From an optimization exercise on the open Yosys and OpenROAD flow, aimed at small area, a short achievable clock period and few clock cycles per item; shortcuts taken in it are not production practice. The RTL was checked by simulation tests, not by an equivalence proof against the original design.

==> flow/design.v, too long to show whole: its modules and the start of the top module <==
// module sum_node: 141 lines
// module sn_mac: 2809 lines
// module sn_ha: 4 lines
// module sn_fa: 4 lines
// module sn_bsel: 3 lines
// module sn_bseln: 3 lines
// module sn_coef0: 239 lines
// module sn_coef1: 233 lines
// module sn_coef2: 330 lines
// module sn_coef3: 137 lines
// module sn_coef4: 330 lines
// module sn_coef5: 233 lines
// module sn_coef6: 239 lines
module sum_node (
    input  wire         clk,
    input  wire         rst,         
    input  wire         in_valid,
    output wire         in_ready,
    input  wire [255:0] in_x,        
    input  wire [31:0]  in_cs,       
    input  wire [31:0]  in_ce,       
    input  wire         in_last,     
    output wire         out_valid,
    input  wire         out_ready,
    output wire [255:0] out_y,       
    output wire         out_sat      
);
  // ...
==> flow/run.sh <==
#!/bin/bash
# synth_recipe.tcl (not shown) runs the flow's synth.tcl, then flattens the netlist and writes it again
# the make line also repeats each setting of config.mk as NAME=value (left out here)
make -C /OpenROAD-flow-scripts/flow DESIGN_CONFIG=/design/flow/config.mk WORK_HOME=/design/flow/orfs CLKGATE_MAP_FILE= SYNTH_SCRIPT=/design/flow/synth_recipe.tcl finish
==> flow/config.mk <==
export PLATFORM = sky130hd
export DESIGN_NAME = sum_node
export DESIGN_NICKNAME = sum_node
export VERILOG_FILES = /design/flow/design.v
export SDC_FILE = /design/flow/constraint.sdc
export NUM_CORES = 4
export LEC_CHECK = 0
export ABC_CLOCK_PERIOD_IN_PS = 4000
export CAP_MARGIN = 20
export CORE_MARGIN = 2
export CORE_UTILIZATION = 50
export GPL_TIMING_DRIVEN = 0
export SLEW_MARGIN = 20
export SYNTH_HIERARCHICAL = 1
export SYNTH_MINIMUM_KEEP_SIZE = 0
==> flow/constraint.sdc <==
create_clock -name core_clock -period 22.0 [get_ports {clk}]
set_input_delay 4.4000 -clock core_clock [delete_from_list [all_inputs] [get_ports {clk}]]
set_output_delay 4.4000 -clock core_clock [all_outputs]
set_load 0.01 [all_outputs]
==> metrics.yaml, run 1 <==
floorplan:
  chipWidth_um: 720.8
  die_height_um: 720.8
  rows: 263
  initial_core_util_pct: 50.14
layout:
  stdcell_count: 32299
  layout_common_cells: "xnor2_1, fa_1, a22oi_1, clkbuf_1, ha_1"
  multi_input_area_share_pct: 71.63
  multi_input_area_mm2: 0.2026
  syn2layout_area_growth_pct: 10.11
  buf_share_pct: 6.443
  clock_area_share_pct: 2.755
timing:
  timing.hold.ws_ps: 317.3
  tns_ps: 0
  final_hold_viol_count: 0
  slew_headroom_pct: 7.433
clocking:
  cts-resized-gates: 0
  path_clk_slew_ps: 60
  clkLatencyLatePin_ps: 1020
  cts_setup_buffers: 0
  numCtsBuffers: 223
global_routing:
  grt_util_met3_pct: 13.62
  grt_max_degree: 52
  gr-usage-met2_pct: 61.00
  grt_antenna_before_repair: 45
placed_design:
  numPortBuffers: 583
  place_congestion: 1.077
  placed_cell_area_mm2: 0.2750
route:
  wl_per_cell_um: 34.31
worst_setup_path:
  worst-r2r-setup-slack_ps: 12760
logic_synthesis:
  yosys_most_used_dff: "dfxtp_1"
  synth.avg_cell_area_um2: 10.56
min_path:
  min_to: "x1[29]"
run_status:
  status: "timing/DRC/antenna clean"
Testbench counts, summed over its fixed seeds: cycles 7,706, sends 7,571.
==> module sum_node, before the edit <==
module sum_node (
    input  wire         clk,
    input  wire         rst,         
    input  wire         in_valid,
    output wire         in_ready,
    input  wire [255:0] in_x,        
    input  wire [31:0]  in_cs,       
    input  wire [31:0]  in_ce,       
    input  wire         in_last,     
    output wire         out_valid,
    input  wire         out_ready,
    output wire [255:0] out_y,       
    output wire         out_sat      
);
    reg          rdy;             
    reg          nf;              
    reg          s0_v, s0_l, s0_f;
    reg  [255:0] x0;
    reg  [31:0]  cs0, ce0;
    reg          s1_v, s1_l;
    reg          clr;             
    reg  [255:0] x1;
    reg  [127:0] one1, two1, neg1;   
    reg  [639:0] acc;            
    reg          r_v;             
    reg          y_v;
    reg  [255:0] y;
    reg          sat;
    wire block  = (s1_v & s1_l) | r_v | y_v;
    wire s0_go  = s0_v & ~(s0_l & block);
    wire n_s0_v  = rdy ? in_valid : s0_v;
    wire n_s0_l  = rdy ? in_last  : s0_l;
    wire n_s1_cl = s0_go & s0_l;
    wire n_r_v   = s1_v & s1_l;
    wire n_y_v   = r_v | (y_v & ~out_ready);
    wire n_rdy   = ~n_s0_v | ~(n_s0_l & (n_s1_cl | n_r_v | n_y_v));
    assign in_ready  = rdy;
    assign out_valid = y_v;
    assign out_y     = y;
    assign out_sat   = sat;
    always @(posedge clk) begin
        if (rst) begin
            rdy  <= 1'b1;
            nf   <= 1'b1;
            s0_v <= 1'b0;
            s1_v <= 1'b0;
            r_v  <= 1'b0;
            y_v  <= 1'b0;
        end else begin
            rdy  <= n_rdy;
            if (rdy & in_valid)
                nf <= in_last;
            s0_v <= n_s0_v;
            s1_v <= s0_go;
            r_v  <= n_r_v;
            y_v  <= n_y_v;
        end
    end
    always @(posedge clk) begin
        if (rdy) begin
            s0_l <= in_last;
            s0_f <= nf;
            x0   <= in_x;
            cs0  <= in_cs;
            ce0  <= in_ce;
        end
    end
    wire [255:0] c_n;
    genvar gi;
    generate
        for (gi = 0; gi < 8; gi = gi + 1) begin : g_coef
            if (gi == 7) begin : g_last
                assign c_n[32*gi +: 32] = ce0;
            end else if (gi == 0) begin : g_0
                sn_coef0 u_coef (.cs(cs0), .ce(ce0), .c(c_n[32*gi +: 32]));
            end else if (gi == 1) begin : g_1
                sn_coef1 u_coef (.cs(cs0), .ce(ce0), .c(c_n[32*gi +: 32]));
            end else if (gi == 2) begin : g_2
                sn_coef2 u_coef (.cs(cs0), .ce(ce0), .c(c_n[32*gi +: 32]));
            end else if (gi == 3) begin : g_3
                sn_coef3 u_coef (.cs(cs0), .ce(ce0), .c(c_n[32*gi +: 32]));
            end else if (gi == 4) begin : g_4
                sn_coef4 u_coef (.cs(cs0), .ce(ce0), .c(c_n[32*gi +: 32]));
            end else if (gi == 5) begin : g_5
                sn_coef5 u_coef (.cs(cs0), .ce(ce0), .c(c_n[32*gi +: 32]));
            end else begin : g_6
                sn_coef6 u_coef (.cs(cs0), .ce(ce0), .c(c_n[32*gi +: 32]));
            end
        end
    endgenerate
    wire [127:0] one_n, two_n, neg_n;
    generate
        for (gi = 0; gi < 128; gi = gi + 1) begin : g_benc
            wire b2 = c_n[2*gi + 1];
            wire b1 = c_n[2*gi];
            wire b0 = (gi % 16 == 0) ? 1'b0 : c_n[2*gi - 1];
            assign one_n[gi] = s0_go & (b1 ^ b0);
            assign two_n[gi] = s0_go & ((b2 & ~b1 & ~b0) | (~b2 & b1 & b0));
            assign neg_n[gi] = s0_go & b2;
        end
    endgenerate
    always @(posedge clk) begin
        s1_l <= s0_l;
        clr  <= s0_go & s0_f;
        x1   <= x0;
        one1 <= one_n;
        two1 <= two_n;
        neg1 <= neg_n;
    end
    wire [639:0] acc_n;
    generate
        for (gi = 0; gi < 8; gi = gi + 1) begin : g_mac
            sn_mac u_mac (
                .x(x1[32*gi +: 32]), .one(one1[16*gi +: 16]), .two(two1[16*gi +: 16]),
                .neg(neg1[16*gi +: 16]), .clr(clr),
                .acc(acc[80*gi +: 80]), .acc_n(acc_n[80*gi +: 80]));
        end
    endgenerate
    always @(posedge clk) begin
        acc <= acc_n;
    end
    wire [255:0] y_n;
    wire [7:0]   sat_n;
    generate
        for (gi = 0; gi < 8; gi = gi + 1) begin : g_round
            wire [79:0] t   = acc[80*gi +: 80];
            wire        tie = (t[26:0] == 27'd0);
            wire        hi  = ~t[79] & ~(t[78:58] == 21'd0);
            wire        lo  =  t[79] & ~(t[78:58] == 21'h1F_FFFF);
            assign y_n[32*gi +: 32] = hi ? 32'h7FFF_FFFF : lo ? 32'h8000_0000
                                         : {t[58:28], t[27] & ~tie};
            assign sat_n[gi] = hi | lo;
        end
    endgenerate
    always @(posedge clk) begin
        if (r_v) begin
            y   <= y_n;
            sat <= |sat_n;
        end
    end
endmodule
==> run 2: changes to the inputs <==
--- a/flow/design.v
+++ b/flow/design.v
@@ -25,2 +25,5 @@
     reg          r_v;             
+    reg          q_v;             
+    reg  [7:0]   satv;            
+    reg          rdy_o;           
     reg          y_v;
@@ -28,3 +31,3 @@
     reg          sat;
-    wire block  = (s1_v & s1_l) | r_v | y_v;
+    wire block  = (s1_v & s1_l) | r_v | q_v | y_v;
     wire s0_go  = s0_v & ~(s0_l & block);
@@ -34,5 +37,8 @@
     wire n_r_v   = s1_v & s1_l;
-    wire n_y_v   = r_v | (y_v & ~out_ready);
-    wire n_rdy   = ~n_s0_v | ~(n_s0_l & (n_s1_cl | n_r_v | n_y_v));
-    assign in_ready  = rdy;
+    wire n_q_v   = r_v;
+    wire n_y_v   = q_v | (y_v & ~out_ready);
+    wire n_rdy, n_rdy_o;
+    sn_rdy u_rdy   (.s0_v(n_s0_v), .s0_l(n_s0_l), .busy(n_s1_cl | n_r_v | n_q_v | n_y_v), .rdy(n_rdy));
+    sn_rdy u_rdy_o (.s0_v(n_s0_v), .s0_l(n_s0_l), .busy(n_s1_cl | n_r_v | n_q_v | n_y_v), .rdy(n_rdy_o));
+    assign in_ready  = rdy_o;
     assign out_valid = y_v;
@@ -43,2 +49,3 @@
             rdy  <= 1'b1;
+            rdy_o <= 1'b1;
             nf   <= 1'b1;
@@ -47,2 +54,3 @@
             r_v  <= 1'b0;
+            q_v  <= 1'b0;
             y_v  <= 1'b0;
@@ -50,2 +58,3 @@
             rdy  <= n_rdy;
+            rdy_o <= n_rdy_o;
             if (rdy & in_valid)
@@ -55,2 +64,3 @@
             r_v  <= n_r_v;
+            q_v  <= n_q_v;
             y_v  <= n_y_v;
@@ -136,7 +146,12 @@
         if (r_v) begin
-            y   <= y_n;
-            sat <= |sat_n;
+            y    <= y_n;
+            satv <= sat_n;
         end
+        if (q_v)
+            sat <= |satv;
     end
 endmodule
+module sn_rdy (input wire s0_v, input wire s0_l, input wire busy, output wire rdy);
+    assign rdy = ~s0_v | ~(s0_l & busy);
+endmodule
 module sn_mac (input wire [31:0] x, input wire [15:0] one, input wire [15:0] two, input wire [15:0] neg, input wire clr,
==> flow/flow/run.sh (new file) <==
#!/bin/bash
set -euo pipefail
bash standard.sh 'BUFFER_PORTS_ARGS=-buffer_cell sky130_fd_sc_hd__buf_4' \
    SETUP_SLACK_MARGIN=15.5 finish > standard.log 2>&1
==> flow/standard.sh (new file) <==
#!/bin/bash
# synth_recipe.tcl (not shown) runs the flow's synth.tcl, then flattens the netlist and writes it again
# the make line also repeats each setting of config.mk as NAME=value (left out here)
make -C /OpenROAD-flow-scripts/flow DESIGN_CONFIG=/design/flow/config.mk WORK_HOME=/design/flow/orfs CLKGATE_MAP_FILE= SYNTH_SCRIPT=/design/flow/synth_recipe.tcl "${@:-finish}"
--- a/flow/config.mk
+++ b/flow/config.mk
@@ -7,3 +7,3 @@
 export LEC_CHECK = 0
-export ABC_CLOCK_PERIOD_IN_PS = 4000
+export ABC_CLOCK_PERIOD_IN_PS = 2500
 export CAP_MARGIN = 20
removed: flow/run.sh
==> metrics.yaml, run 2 <==
timing:
  setup_viol: 0
  fin_crit_sh_pct: 32.25
  tightest_slew_ps: 1343
  finClkSkew_ps: 131.2
  layout_setup_ws_ps: 14910
  period_minus_slack_ps: 7095
  rsz0062_at_grt: "true"
  final_hold_viol_count: 0  # unchanged
  tns_ps: 0  # unchanged
  slew_headroom_pct: 9.549  # +2.1 points
  clock.fmax_ghz: 0.1409
  slew_violations: 0
layout:
  final_common_cell: "xnor2_1"
  layout_common_cells: "xnor2_1, a22oi_1, fa_1, ha_1, buf_4"
  nNetsFinal: 31730
  regMostFlops: "acc"
  largest_reg_flops: 640
  syn2layout_area_growth_pct: 19.22
  n_fill_cell: 43463
  stdcell_count: 32877  # +1.8%
  post-route-util_pct: 59.94
  final_area_mm2: 0.3079
  drive_gt1_share_pct: 22.29
global_routing:
  grt_overflow: 0
  grt_max_degree: 53  # +1.9%
  grt_usage_pct: 43.23
  grt_antenna_before_repair: 42  # -6.7%
  grt_first_pass_wirelength_um: 1614000
  grt_pass1_vias: 218360
worst_setup_path:
  crit_fanout: 5
  r2r_start: "clr"
  r2r-end: "acc[316]"
  cp.required_ps: 22820
  reg2regPathDepth: 25
  worst-r2r-setup-slack_ps: 14910  # +2150 ps
  crit_path_end_kind: "register"
  critical_path_class: "register to register"
  cp.arrival_ps: 7920
  critPathLaunchType: "register"
floorplan:
  initial_core_util_pct: 50.28  # +0.14 points
  rows: 263  # unchanged
  core_mm2: 0.5137
  die_area_mm2: 0.5223
  pin_count: 584
  die_height_um: 722.7  # +0.26%
  chipWidth_um: 722.7  # +0.26%
logic_synthesis:
  yosysUniqueCellTypes: 105
  synth_area_leaders: "fa_1, xnor2_1, a22oi_1"
  synth_warnings: 7
  netlist_area_mm2: 0.2583
  synth_common_cells: "xnor2_1, fa_1, a22oi_1"
  synth.top_cell.area_share_pct: 32.92
  ys_seq_area_share_pct: 16.82
  syn_inst: 24397
  yosys_most_used_dff: "dfxtp_1"
  yosysTopAreaCell: "fa_1"
  synth_edf_count: 586
  synth.avg_cell_area_um2: 10.59  # +0.21%
  ys_async_sr_fraction_pct: 0
  ys_ff_latch: 1877
  yosysMostFrequentCell: "xnor2_1"
route:
  drt_iter0_drc: 25515
  ant_nets: 0
  wl_per_cell_um: 34.96  # +1.9%
  drc: 0
  vias_per_cell: 6.436
  first_pass_iters: 8
  vias: 211604
  routed_wl_um: 1150000
placed_design:
  place_hpwl_um: 919100
  numPortBuffers: 583  # unchanged
  dp.cells: 32051
  placed_cell_area_mm2: 0.2750  # about the same
  place_congestion: 1.066  # -1.0%
  pre_cts_slack_ps: 13270
clocking:
  numCtsBuffers: 224  # +0.45%
  cts.sinks: 1877
  cts-root-buf: "clkbuf_16"
  cts_tree: "done"
  clockBufferDepth: 4
  cts_max_level: 4
  path_clk_slew_ps: 80  # +20 ps
  clkLatencyLatePin_ps: 1060  # +40 ps
min_path:
  hp-class: "register to register"
  hold_depth: 0
  min_to: "x1[119]"
  hp-start: "x0[119]"
run_status:
  status: "timing/DRC/antenna clean"
flow_run:
  maxCapViolations: 0
run 2: cell types whose count changed after synthesis, sizes merged, moves of 52 or more:
cell	before	now
inv	671	905
o21ai	350	577
nand2	1055	478
nand4	158	106
a21o	150	206
and3	15	79
run 2: cell families after synthesis:
group | count (synthesis) | synth area share, %
simple gates | 2924 | 5.843
compound gates | 5730 | 15.94
xor+xnor | 4962 | 16.86
fa+ha+maj | 5641 | 39.67
mux | 1 | 0.004360
flops | 1877 | 16.82
buf+inv | 3258 | 4.849
other cells | 4 | 0.005812
run 2: layout make-up:
type | instances | area, µm² | area share [%]
plain buffers | 2353 | 20010 | 6.498
clock buffers | 281 | 6155 | 1.999
clock inverters | 139 | 1575 | 0.5116
repair buffers | 1137 | 11670 | 3.791
diodes | 29 | 72.57 | 0.02357
inverters | 905 | 3445 | 1.119
flip-flops and latches | 1877 | 44260 | 14.37
well taps | 6890 | 8621 | 2.800
multi-input cells | 19266 | 212100 | 68.88
run 2: how the worst max path moves through the flow:
stage	start	end	slack (ps)	cells past startpoint
floorplan	two1[18]	acc[145]	15500	22
global placement	r_v	one1[63]	11100	5
detailed placement	neg1[25]	acc[145]	13270	22
CTS	clr	acc[156]	14890	24
global route	clr	acc[309]	14860	26
finish	clr	acc[316]	14910	25
run 2: metal layers:
metal	part of all wire [%]	track usage (%)	vias to the layer above	wire, µm
met3	12	13.85	3320	135900
li1	-	-	86667	-
met5	0.037	0.4623	-	422
met4	7.8	26.95	32	89590
met2	42	62.56	13189	483000
met1	38	56.07	108396	440600
run 2: timing repair:
action                     in CTS  in global routing
hold buffers                    0                  0
resized for setup            5332               2103
gates cloned                    6                  2
pin swaps                     530                657
buffers inserted              219                150
setup endpoints to repair     439                407
run 2: modules after synthesis (local to each module, per instance):
module | cell area [µm²] | flip-flops and latches
sn_coef5 | 1471 | 0
sn_coef1 | 1445 | 0
sn_ha | 12.51 | 0
sn_rdy | 5.005 | 0
sum_node | 52710 | 1877
sn_fa | 20.02 | 0
sn_coef3 | 1348 | 0
sn_coef0 | 1652 | 0
sn_mac | 13510 | 0
sn_coef6 | 1769 | 0
sn_coef2 | 1559 | 0
sn_coef4 | 1559 | 0
run 2: stage by stage:
stage,hold slack (ps)
detailed placement,326.9
floorplan,323.3
global route,339.1
CTS,318.1
finish,321.9
global placement,324.0
run 2: worst max-delay path, cell delays in order, from the launching register on:
cell and delay (ps):
dfxtp_4 410, buf_12 120, buf_16 150, buf_16 190
buf_12 160, clkbuf_16 160, nor2b_2 50, fa_1 420
fa_2 370, fa_2 450, fa_2 430, fa_2 560
fa_2 440, ha_1 320, ha_4 240, a21oi_4 170
o21ai_1 120, a221o_2 470, a221o_1 460, a21o_1 210
a22o_4 260, a21oi_4 170, buf_6 180, buf_6 150
nor4_4 40, xnor2_1 160
Testbench counts of run 2, summed over its fixed seeds: cycles 7,778, sends 7,571.
==> run 3: changes to the inputs <==
--- a/flow/design.v
+++ b/flow/design.v
@@ -20,3 +20,3 @@
     reg          s1_v, s1_l;
-    reg          clr;             
+    reg  [7:0]   clr;             
     reg  [255:0] x1;
@@ -113,3 +113,2 @@
         s1_l <= s0_l;
-        clr  <= s0_go & s0_f;
         x1   <= x0;
@@ -124,3 +123,3 @@
                 .x(x1[32*gi +: 32]), .one(one1[16*gi +: 16]), .two(two1[16*gi +: 16]),
-                .neg(neg1[16*gi +: 16]), .clr(clr),
+                .neg(neg1[16*gi +: 16]), .clr(clr[gi]),
                 .acc(acc[80*gi +: 80]), .acc_n(acc_n[80*gi +: 80]));
@@ -128,2 +127,10 @@
     endgenerate
+    wire [7:0] clr_n;
+    generate
+        for (gi = 0; gi < 8; gi = gi + 1) begin : g_clr
+            sn_and u_clr (.a(s0_go), .b(s0_f), .y(clr_n[gi]));
+        end
+    endgenerate
+    always @(posedge clk)
+        clr <= clr_n;
     always @(posedge clk) begin
@@ -153,2 +160,5 @@
 endmodule
+module sn_and (input wire a, input wire b, output wire y);
+    assign y = a & b;
+endmodule
 module sn_rdy (input wire s0_v, input wire s0_l, input wire busy, output wire rdy);
==> flow/flow/run.sh (replaced) <==
#!/bin/bash
set -euo pipefail
bash standard.sh 'BUFFER_PORTS_ARGS=-buffer_cell sky130_fd_sc_hd__buf_4' \
    SETUP_SLACK_MARGIN=15.8 finish > standard.log 2>&1
--- a/flow/config.mk
+++ b/flow/config.mk
@@ -10,3 +10,3 @@
 export CORE_MARGIN = 2
-export CORE_UTILIZATION = 50
+export CORE_UTILIZATION = 60
 export GPL_TIMING_DRIVEN = 0
==> metrics.yaml, run 3 <==
floorplan:
  pin_count: 584  # unchanged
  rows: 241  # -8.4%
  die_height_um: 660.4  # -8.6%
  core_mm2: 0.4300  # -16%
  die_area_mm2: 0.4361  # -17%
  chipWidth_um: 660.4  # -8.6%
  initial_core_util_pct: 60.11  # +9.8 points
layout:
  syn2layout_area_growth_pct: 22.47
  drive_gt1_share_pct: 26.11  # +3.8 points
  layout_common_cells: "xnor2_1, fa_1, a22oi_1, ha_1, buf_4"
  final_area_mm2: 0.3166  # +2.8%
  largest_reg_flops: 640  # unchanged
  final_common_cell: "xnor2_1"
  regMostFlops: "acc"
  nNetsFinal: 31826  # +0.30%
  stdcell_count: 31784  # -3.3%
worst_setup_path:
  crit_path_end_kind: "register"
  crit_fanout: 10  # +5
  critical_path_class: "register to register"
  cp.arrival_ps: 7850  # -70 ps
  crit_family: "adder cells"
  cp.buffers_inverters: 3  # -4
  cp.required_ps: 22920  # +100 ps
  cp_slowest_cell: "fa_1"
  cp_cell_sequence: "clkbuf_16 > a22oi_1 > xnor2_2 > fa_1 > fa_2 > fa_2 > fa_2 > fa_1 > fa_2 > fa_1 > ha_4 > and4_1 > a221o_2 > a221o_1 > a21o_1 > a22o_4 > a21oi_4 > buf_6 > buf_8 > nor3_4 > xnor2_1"
  cpMostUsedCell: "fa_2"
  critPathLaunchType: "register"
  crit_path_max_incr_delay_ps: 570  # about the same
timing:
  period_minus_slack_ps: 6932  # -162.8 ps
  slew_headroom_pct: 18.89  # +9.3 points
  rsz0062_at_grt: "true"
  slew_violations: 0  # unchanged
  tightest_slew_ps: 1217  # -126.0 ps
  clock.fmax_ghz: 0.1443  # +2.3%
  timing.hold.ws_ps: 316.9  # -4.959 ps
  finClkSkew_ps: 83.81  # -47.39 ps
  setup_viol: 0  # unchanged
  final_hold_viol_count: 0  # unchanged
  tns_ps: 0  # unchanged
  fin_crit_sh_pct: 31.51  # -0.74 points
logic_synthesis:
  yosys_most_used_dff: "dfxtp_1"
  synth_warnings: 7  # unchanged
  syn_inst: 24411  # +0.057%
  ys_async_sr_fraction_pct: 0  # unchanged
  synth_area_leaders: "fa_1, xnor2_1, a22oi_1"
  yosysTopAreaCell: "fa_1"
  synth.avg_cell_area_um2: 10.59  # about the same
  ys_seq_area_share_pct: 16.86  # +0.040 points
  synth.top_cell.area_share_pct: 32.89  # about the same
  yosysUniqueCellTypes: 103  # -1.9%
  synth_edf_count: 586  # unchanged
  netlist_area_mm2: 0.2585  # about the same
  synth_common_cells: "xnor2_1, fa_1, a22oi_1"
  ys_ff_latch: 1884  # +0.37%
  yosysMostFrequentCell: "xnor2_1"
clocking:
  numCtsBuffers: 215  # -4.0%
  path_clk_slew_ps: 80  # about the same
  cts-root-buf: "clkbuf_16"
  clkLatencyLatePin_ps: 1040  # -20 ps
  cts.sinks: 1884  # +0.37%
  cts_hold_buf: 0  # unchanged
  clockBufferDepth: 4  # unchanged
  cts_tree: "done"
  cts_max_level: 4  # unchanged
route:
  vias: 219204  # +3.6%
  vias_per_cell: 6.897  # +7.2%
  drc: 0  # unchanged
  wl_per_cell_um: 35.11  # +0.41%
  ant_nets: 0  # unchanged
  first_pass_iters: 12  # +4
  drt_iter0_drc: 30284  # +19%
  routed_wl_um: 1116000  # -2.9%
flow_run:
  maxCapViolations: 0  # unchanged
global_routing:
  grt_first_pass_wirelength_um: 1573000  # -2.5%
  grt_usage_pct: 49.98  # +6.8 points
  grt_antenna_before_repair: 52  # +24%
  grt_overflow: 0  # unchanged
  grt_pass1_vias: 224710  # +2.9%
  grt_max_degree: 55  # +3.8%
placed_design:
  placed_cell_area_mm2: 0.2767  # +0.63%
  dp.cells: 30876  # -3.7%
  numPortBuffers: 583  # unchanged
  place_congestion: 1.119  # +5.0%
  place_hpwl_um: 870900  # -5.2%
min_path:
  hp-class: "register to register"
run_status:
  status: "timing/DRC/antenna clean"
[run 3: cells by family after synthesis]
logic type               after synthesis  synth area share (%)
AO/OA/AOI/OAI                       5729                 15.94
adder cells (fa/ha/maj)             5641                 39.64
XOR/XNOR                            4962                 16.84
buffers and inverters               3259                 4.851
AND/OR/NAND/NOR                     2931                 5.855
flip-flops                          1884                 16.86
other                                  4              0.005807
multiplexers                           1              0.004356
[run 3: final timing paths]
kind,start,cells past startpoint,to,slack [ps]
setup / recovery,x1[221],21,acc[552],15070
hold / removal,x0[128],0,x1[128],320
setup reg to reg,x1[221],21,acc[552],15070
hold reg to reg,x0[128],0,x1[128],320
[run 3: Yosys stat by module, one instance, submodules excluded, a selection]
module | cells inside | copies in the design | flops+latches
sn_and | 1 | 8 | 0
sn_coef1 | 163 | 1 | 0
sn_coef3 | 151 | 1 | 0
sn_coef4 | 167 | 1 | 0
sn_coef5 | 163 | 1 | 0
sn_fa | 1 | 4088 | 0
sn_ha | 1 | 386 | 0
sn_rdy | 1 | 2 | 0
sum_node | 3719 | 1 | 1884
[run 3: area by class of cell]
class                      instances  area (µm²)
timing repair buffer            1228       12240
inverter                         906        3451
buffer                          2353       24290
antenna                           26       65.06
clock buffer                     267        5912
clock inverter                   138        1669
multi-input combinational      19272      217100
tap                             5710        7144
fill                           29585      113400
sequential                      1884       44640
[run 3: metrics by stage]
| step | worst slack, ps | util, % |
|---|---|---|
| global route | 14990 | 73.61 |
| finish | 15070 | 73.62 |
| floorplan | 15800 | - |
| global placement | 12440 | 63.61 |
| detailed placement | 13600 | 64.35 |
| CTS | 15110 | 71.81 |
[run 3: layer usage]
layer | part of all wire, % | vias up | GRT usage [%]
li1 | - | 86915 | -
met2 | 41 | 17504 | 70.42
met1 | 35 | 109982 | 62.31
met3 | 14 | 4759 | 18.79
met4 | 9.8 | 44 | 37.70
met5 | 0.046 | - | 0
[run 3: repair_timing]
item	CTS	global route
cloned	9	6
pin swaps	1023	990
gates resized for setup	5681	1754
buffers inserted	291	171
endpoints found under the setup margin	459	415
Testbench counts of run 3, summed over its fixed seeds: cycles 7,778, sends 7,571.

what the ideal ports hide:
No port has a modelled driver above. Below, the same layouts with a new extraction and two added sets of constraints. Step 1: set_driving_cell puts a clkbuf_16 on clk and a buf_2 on each other input, an assumption about the parent block. Step 2 also shifts input and output timing later by t, the mid clock arrival at the registers, as if the neighbouring blocks saw the same clock. Slacks: ideal / step 1 / step 2; pairs: ideal / step 1.
run	shift t [ns]	slack for setup (ns)	worst setup path at the end
run 1	1.127	12.757 / 12.757 / 12.757	register to register
run 2	1.127	14.905 / 14.905 / 14.905	register to register
run 3	1.136	15.068 / 15.068 / 15.068	register to register
After both steps setup and hold are still met in every run listed.
